From an optimization exercise on the open Yosys and OpenROAD flow, aimed at small area, a short achievable clock period and few clock cycles; shortcuts taken in it are not production practice.
Function was checked by simulation only, so behaviour that the tests miss may differ from the original.

## design/flow/design.v

```verilog
module be_rank #(
    parameter N  = 32,
    parameter IW = 5                  
) (
    input  wire          clk,
    input  wire          rst,         
    input  wire [1:0]    cfg_mode,
    input  wire          cfg_sigma_neg,    
    input  wire [7:0]    cfg_wv,
    input  wire [7:0]    cfg_wh,
    input  wire [7:0]    cfg_wt,
    input  wire [7:0]    cfg_wl,
    input  wire [3:0]    cfg_shift,
    input  wire [15:0]   cfg_vrefc,
    input  wire [7:0]    cfg_tavgp,        
    input  wire          in_valid,
    output wire          in_ready,
    input  wire          in_last,
    input  wire [15:0]   in_vcap,
    input  wire [7:0]    in_temp,          
    input  wire [9:0]    in_life,
    input  wire          in_ins,           
    input  wire          in_obs,           
    output wire          out_valid,
    input  wire          out_ready,
    output wire          out_last,
    output wire          out_unranked,
    output wire [IW-1:0] out_rank,
    output wire [15:0]   out_score
);
    localparam S_LOAD = 2'd0;
    localparam S_RANK = 2'd1;
    localparam S_OUT  = 2'd2;
    reg [1:0]    state;
    reg [IW:0]   cnt;         
    reg [IW-1:0] ptr;         
    reg [1:0]    mode_q;
    reg          sneg_q;
    reg [7:0]    wv_q, wh_q, wt_q, wl_q;
    reg [3:0]    shift_q;
    reg [15:0]   vrefc_q;
    reg [7:0]    tavgp_q;
    reg [31:0]   key  [0:N-1];
    reg          obs  [0:N-1];
    reg [IW-1:0] rank [0:N-1];
    wire         first = (cnt == 0);
    wire [1:0]   mode  = first ? cfg_mode      : mode_q;
    wire         sneg  = first ? cfg_sigma_neg : sneg_q;
    wire [7:0]   wv    = first ? cfg_wv        : wv_q;
    wire [7:0]   wh    = first ? cfg_wh        : wh_q;
    wire [7:0]   wt    = first ? cfg_wt        : wt_q;
    wire [7:0]   wl    = first ? cfg_wl        : wl_q;
    wire [23:0]        v_prod = wv * in_vcap;
    wire [17:0]        l_prod = wl * in_life;
    wire signed [31:0] v_term = $signed({8'd0, v_prod});
    wire signed [31:0] h_term = in_ins ? -$signed({16'd0, wh, 8'd0}) : 32'sd0;
    wire signed [31:0] t_term = $signed({1'b0, wt}) * $signed(in_temp);
    wire signed [31:0] l_term = $signed({14'd0, l_prod});
    reg  signed [31:0] in_key;
    always @(*) begin
        case (mode)
            2'd1:    in_key = (sneg ? -v_term : v_term) + h_term;
            2'd2:    in_key = {{(32-IW-1){1'b0}}, cnt};
            default: in_key = (sneg ? -v_term : v_term) + h_term + t_term + l_term;
        endcase
    end
    wire in_fire  = in_valid && in_ready;
    wire out_fire = out_valid && out_ready;
    reg [IW:0] n_before;
    integer j;
    always @(*) begin
        n_before = 0;
        for (j = 0; j < N; j = j + 1) begin
            if (j < cnt && obs[j] &&
                (($signed(key[j]) < $signed(key[ptr])) ||
                 (key[j] == key[ptr] && j < ptr)))
                n_before = n_before + 1'b1;
        end
    end
    always @(posedge clk) begin
        if (rst) begin
            state <= S_LOAD;
            cnt   <= 0;
            ptr   <= 0;
        end else begin
            case (state)
                S_LOAD: if (in_fire) begin
                    if (first) begin
                        mode_q  <= cfg_mode;
                        sneg_q  <= cfg_sigma_neg;
                        wv_q    <= cfg_wv;
                        wh_q    <= cfg_wh;
                        wt_q    <= cfg_wt;
                        wl_q    <= cfg_wl;
                        shift_q <= cfg_shift;
                        vrefc_q <= cfg_vrefc;
                        tavgp_q <= cfg_tavgp;
                    end
                    key[cnt[IW-1:0]] <= in_key;
                    obs[cnt[IW-1:0]] <= in_obs;
                    cnt <= cnt + 1'b1;
                    if (in_last || cnt == N - 1) begin
                        state <= S_RANK;
                        ptr   <= 0;
                    end
                end
                S_RANK: begin
                    rank[ptr] <= n_before[IW-1:0];
                    if ({1'b0, ptr} == cnt - 1'b1) begin
                        state <= S_OUT;
                        ptr   <= 0;
                    end else begin
                        ptr <= ptr + 1'b1;
                    end
                end
                S_OUT: if (out_fire) begin
                    if ({1'b0, ptr} == cnt - 1'b1) begin
                        state <= S_LOAD;
                        cnt   <= 0;
                        ptr   <= 0;
                    end else begin
                        ptr <= ptr + 1'b1;
                    end
                end
                default: state <= S_LOAD;
            endcase
        end
    end
    wire [1:0]         m_q   = mode_q;
    wire [7:0]         wv_o  = (m_q == 2'd2) ? 8'd0 : wv_q;
    wire [7:0]         wt_o  = (m_q == 2'd2 || m_q == 2'd1) ? 8'd0 : wt_q;
    wire [23:0]        ovp   = wv_o * vrefc_q;
    wire signed [31:0] ov    = $signed({8'd0, ovp});
    wire signed [31:0] ot    = $signed({1'b0, wt_o}) * $signed(tavgp_q);
    wire signed [31:0] off   = (sneg_q ? -ov : ov) + ot;
    wire signed [31:0] diff  = $signed(key[ptr]) - off;
    wire signed [31:0] shd   = diff >>> shift_q;
    wire [15:0]        sat   = (shd > 32'sd32767)  ? 16'h7fff :
                               (shd < -32'sd32768) ? 16'h8000 : shd[15:0];
    assign in_ready     = (state == S_LOAD);
    assign out_valid    = (state == S_OUT);
    assign out_last     = out_valid && ({1'b0, ptr} == cnt - 1'b1);
    assign out_unranked = out_valid && !obs[ptr];
    assign out_rank     = (out_valid && obs[ptr]) ? rank[ptr] : {IW{1'b0}};
    assign out_score    = (out_valid && obs[ptr]) ? sat : 16'd0;
endmodule
```

## design/flow/run.sh

```bash
#!/bin/bash
# synth_recipe.tcl (not shown) runs the flow's synth.tcl, then flattens the netlist and writes it again
# the make line also repeats each setting of config.mk as NAME=value (left out here)
make -C /OpenROAD-flow-scripts/flow DESIGN_CONFIG=/design/flow/config.mk WORK_HOME=/design/flow/orfs CLKGATE_MAP_FILE= SYNTH_SCRIPT=/design/flow/synth_recipe.tcl finish
```

## design/flow/config.mk

```make
export PLATFORM = sky130hd
export DESIGN_NAME = be_rank
export DESIGN_NICKNAME = be_rank
export VERILOG_FILES = /design/flow/design.v
export SDC_FILE = /design/flow/constraint.sdc
export NUM_CORES = 4
export LEC_CHECK = 0
export CAP_MARGIN = 20
export CORE_MARGIN = 2
export CORE_UTILIZATION = 40
export SLEW_MARGIN = 20
```

## design/flow/constraint.sdc

```tcl
create_clock -name core_clock -period 27.0 [get_ports {clk}]
set_input_delay 5.4000 -clock core_clock [delete_from_list [all_inputs] [get_ports {clk}]]
set_output_delay 5.4000 -clock core_clock [all_outputs]
set_load 0.01 [all_outputs]
```

==> reports/qor.log <==
[global_routing] maximum number of pins on one net before global-route repair 85
[synthesis] mean instance size in the synthesized netlist 12.16 sq um
[synthesis] area share of the leading cell type in the synthesized netlist 38.24%
[timing] highest clock frequency the design can meet 0.04167 GHz
[synthesis] Mapped Nets 10190
[synthesis] share of synthesized area occupied by flip-flops and latches 38.60%
[synthesis] cell types with the largest area share after synthesis edfxtp_1, ha_1, mux4_2
[routing] final routed wirelength across all metal layers 348.1 mm
[die] core area 249100 sq um
[clocking] Post-CTS Repair Setup Buffers 0
[critical_path] Critical Path Sink Type flip-flop
[cells_and_area] Layout Nets 10440
[placement] post-DP HPWL 265.6 mm
[clocking] PostCTS Resize Cnt 0
[clocking] number of hold buffers added after cts 0
[routing] total vias in the final route 72650
[min_path] worst hold path class reg -> reg
[global_routing] Overflow after GRT 0
[routing] 1st-iter DRT viols 8067
[timing] Worst slew margin 15.46%
[critical_path] Data arrival, critical path 24630 ps
[critical_path] critical path class reg -> reg
[critical_path] Top cell by count, worst path ha_1
[synthesis] Post-synth EDFFs 1279
[critical_path] crit path max fanout 60
[critical_path] delay contributed by the slowest stage of the critical path 890 ps
[die] die footprint 255100 sq um
[critical_path] worst r2r dst rank[12][4]$_DFFE_PP_
[timing] actual transition at the worst max-transition pin 1260 ps
[die] y dimension of the die 505.1 um
[critical_path] Buf/Inv on CP 10
[clocking] clock buffers created by TritonCTS 152
[clocking] maximum root-to-sink buffer count 3
[global_routing] antenna violations before repair 12
[critical_path] flop-to-flop setup slack 3000 ps
[clocking] worst-skew pair later-pin latency 860 ps
[clocking] root buffer cell clkbuf_16
[min_path] Hold Path Depth 2
[timing] final hold violation count 0
[routing] per-cell routed wire length 29.07 um
[die] horizontal die dimension 505.1 um
[synthesis] synthesized area 100400 sq um
[min_path] hold-critical path endpoint cnt[4]$_SDFFE_PP0P_
[timing] post-route minimum period 24000 ps
[outcome] status complete, no violations
[timing] clock skew after layout 79.89 ps
[synthesis] total of flip-flops plus latches after synthesis 1297
[synthesis] commonest register cell after synthesis edfxtp_1
[timing] RSZ-0062 raised after global routing no
[critical_path] top cell family by delay on the critical path adder cells
[synthesis] number of unique standard cell types used by synthesis 97
[timing] final slew viol count 0
[min_path] min-delay src cnt[4]$_SDFFE_PP0P_
[clocking] clk slew on worst S/H paths 60 ps
[routing] antenna-violating nets left 0
[die] total I/O pin count 129
[critical_path] master of the slowest instance on the critical path dfxtp_4
[routing] router iterations before antenna repair 6
[routing] DRC violation count after routing 0
[die] Initial Utilization 40.32%
[critical_path] Worst Setup Start Kind flip-flop
[synthesis] synthesized instance count 8260
[global_routing] combined global-route utilization of all metal layers 26.77%
[global_routing] global-route wire length before repair 502.1 mm
[timing] setup total negative slack 0 ps
[critical_path] R2R depth 102
[synthesis] cell type with the highest aggregate area in the netlist edfxtp_1
[synthesis] top-count cell post-synth ha_1
[die] Placement Rows 183
[global_routing] vias in the first global route 71070
[placement] routability cong. 1.001
[cells_and_area] ratio of cells with drive above 1 in the final layout 11.91%
[timing] final setup vio count 0
[placement] number of buffer cells added on primary ports 128
[clocking] CTS sink cnt 1297
[cells_and_area] fin util 45.17%
[cells_and_area] relative area change from synthesis to final layout 12.04%
[flow_run] Max Cap Violations 0
[synthesis] proportion of synthesized flip-flops having asynchronous set or reset 0%
[synthesis] leading cell types by count after synthesis ha_1, edfxtp_1, inv_1
[critical_path] required time of the critical path 27630 ps
[timing] Final Cycle Share 88.88%
[synthesis] warning count from the yosys run 1
[clocking] H-tree depth reported by CTS 4
[clocking] TritonCTS clock tree built
[routing] Vias per Instance 6.067
==> worst register-to-register path, delay by kind of cell (launching register included) <==
| kind | cells | cell delay, ps |
|---|---|---|
| muxes | 9 | 3270 |
| buffers and inverters | 10 | 1970 |
| adders and majority gates | 20 | 6300 |
| DFF | 1 | 890 |
| xor gates and xnor gates | 10 | 1730 |
| AOI/OAI and AO/OA | 26 | 5500 |
| and+or+nand+nor | 27 | 4100 |
==> registers in the layout, indices dropped and copies added, names as in the netlist, named ones only <==
signal	cells
wv_q	8
shift_q	4
wh_q	8
wt_q	8
cnt	6
tavgp_q	8
ptr	5
sneg_q	1
rank	160
vrefc_q	16
wl_q	8
obs	32
key	1024
mode_q	2
state	2
==> metrics by stage <==
| stage | hold WS, ps | worst slack, ps | instances | cell area, sq um |
|---|---|---|---|---|
| 5_1_grt | 593.1 | 1033 | 11970 | 112500 |
| 3_3_place_gp | 530.2 | 3614 | 11690 | 107200 |
| 3_5_place_dp | 554.2 | 3250 | 11690 | 107300 |
| 4_1_cts | 562.3 | 3150 | 11970 | 112500 |
| 6_report | 568.2 | 3004 | 11980 | 112500 |
| 2_1_floorplan | 513.6 | 3054 | 8260 | 100400 |
==> per-layer routing <==
metal  vias up  routed length (um)  GRT usage, %
li1      31740                   -             -
met1     36920              147300         37.44
met2      3411              152700         40.38
met3       569               33300         6.145
met4        12               14660         10.05
met5         -                  76             0
==> layout by cell type, fill, tap and decap left out, types with 25 or more instances in the layout <==
| master | count |
|---|---|
| ha_1 | 1461 |
| edfxtp_1 | 1279 |
| inv_1 | 639 |
| nand2_1 | 486 |
| a21oi_1 | 455 |
| mux4_2 | 384 |
| fa_1 | 366 |
| nor2_1 | 297 |
| o21ai_0 | 294 |
| and2_1 | 235 |
| nand4_1 | 230 |
| xnor2_1 | 218 |
| a21o_1 | 172 |
| buf_4 | 164 |
| clkbuf_16 | 152 |
| nor2b_1 | 151 |
| clkdlybuf4s50_1 | 128 |
| nand3_1 | 125 |
| nand2b_1 | 104 |
| nor3_1 | 87 |
| o21a_1 | 81 |
| mux2i_1 | 79 |
| xor2_1 | 73 |
| o21bai_1 | 67 |
| and3_1 | 54 |
| a31oi_1 | 53 |
| o211ai_1 | 47 |
| a211oi_1 | 46 |
| mux2_2 | 45 |
| clkinv_2 | 41 |
| a21boi_0 | 33 |
| clkinv_1 | 33 |
| mux2i_4 | 30 |
| nor2_4 | 29 |
| nor4_1 | 27 |
| or3_1 | 25 |
==> logic make-up after synthesis <==
kind of cell,after synthesis,share of synthesized area (%)
buffers and inverters,848,3.184
and+or+nand+nor,1964,10.12
muxes,540,10.22
adders and majority gates,1827,25.49
xor gates and xnor gates,324,3.181
DFF,1297,38.60
AOI/OAI and AO/OA,1460,9.204
==> area by class of cell <==
type	instances	area, sq um
diodes	7	17.52
clock buffers	169	3867
clock inverters	112	1338
fillers	22600	136600
inverters	647	2434
multi-input cells	6115	59300
flip-flops and latches	1297	38790
well taps	3330	4167
repair buffers	298	2628
==> worst max path at each step <==
stage / start / to / slack (ps) / depth (start not counted)
after global placement: flip-flop / rank[14][2]$_DFFE_PP_ / 3610 / 102
final: flip-flop / rank[12][4]$_DFFE_PP_ / 3000 / 102
after floorplan: flip-flop / rank[0][4]$_DFFE_PP_ / 3050 / 109
after detailed placement: flip-flop / rank[19][4]$_DFFE_PP_ / 3250 / 101
after CTS: flip-flop / rank[31][4]$_DFFE_PP_ / 3150 / 102
after global routing: flip-flop / rank[26][4]$_DFFE_PP_ / 1030 / 102
Testbench counts, summed over its fixed seeds: cycles 36,864.

what the ideal ports hide:
In the flow no input, the clock included, has a driving cell. The finished layout below was timed again as built, in two steps. Step 1 assumes that a clkbuf_16 drives the clock port and a buf_2 every other input. Step 2 times the ports against the registers' clock, not the clock port: input delays grow and output delays shrink by t, the midpoint of the rising clock arrivals with the driver on. Slacks: no drivers / after step 1 / after step 2; pairs: no drivers / after step 1.
shift t [ns]: 0.906
setup slack, ns: 3.004 / 3.004 / 3.004
worst hold slack (ns): 0.568 / 0.568 / 0.568
worst setup path at the end: register to register
After both steps setup and hold are still met in this run. The setup slack of this run moves by 0.000 ns with the drivers and by 0.000 ns with both steps.
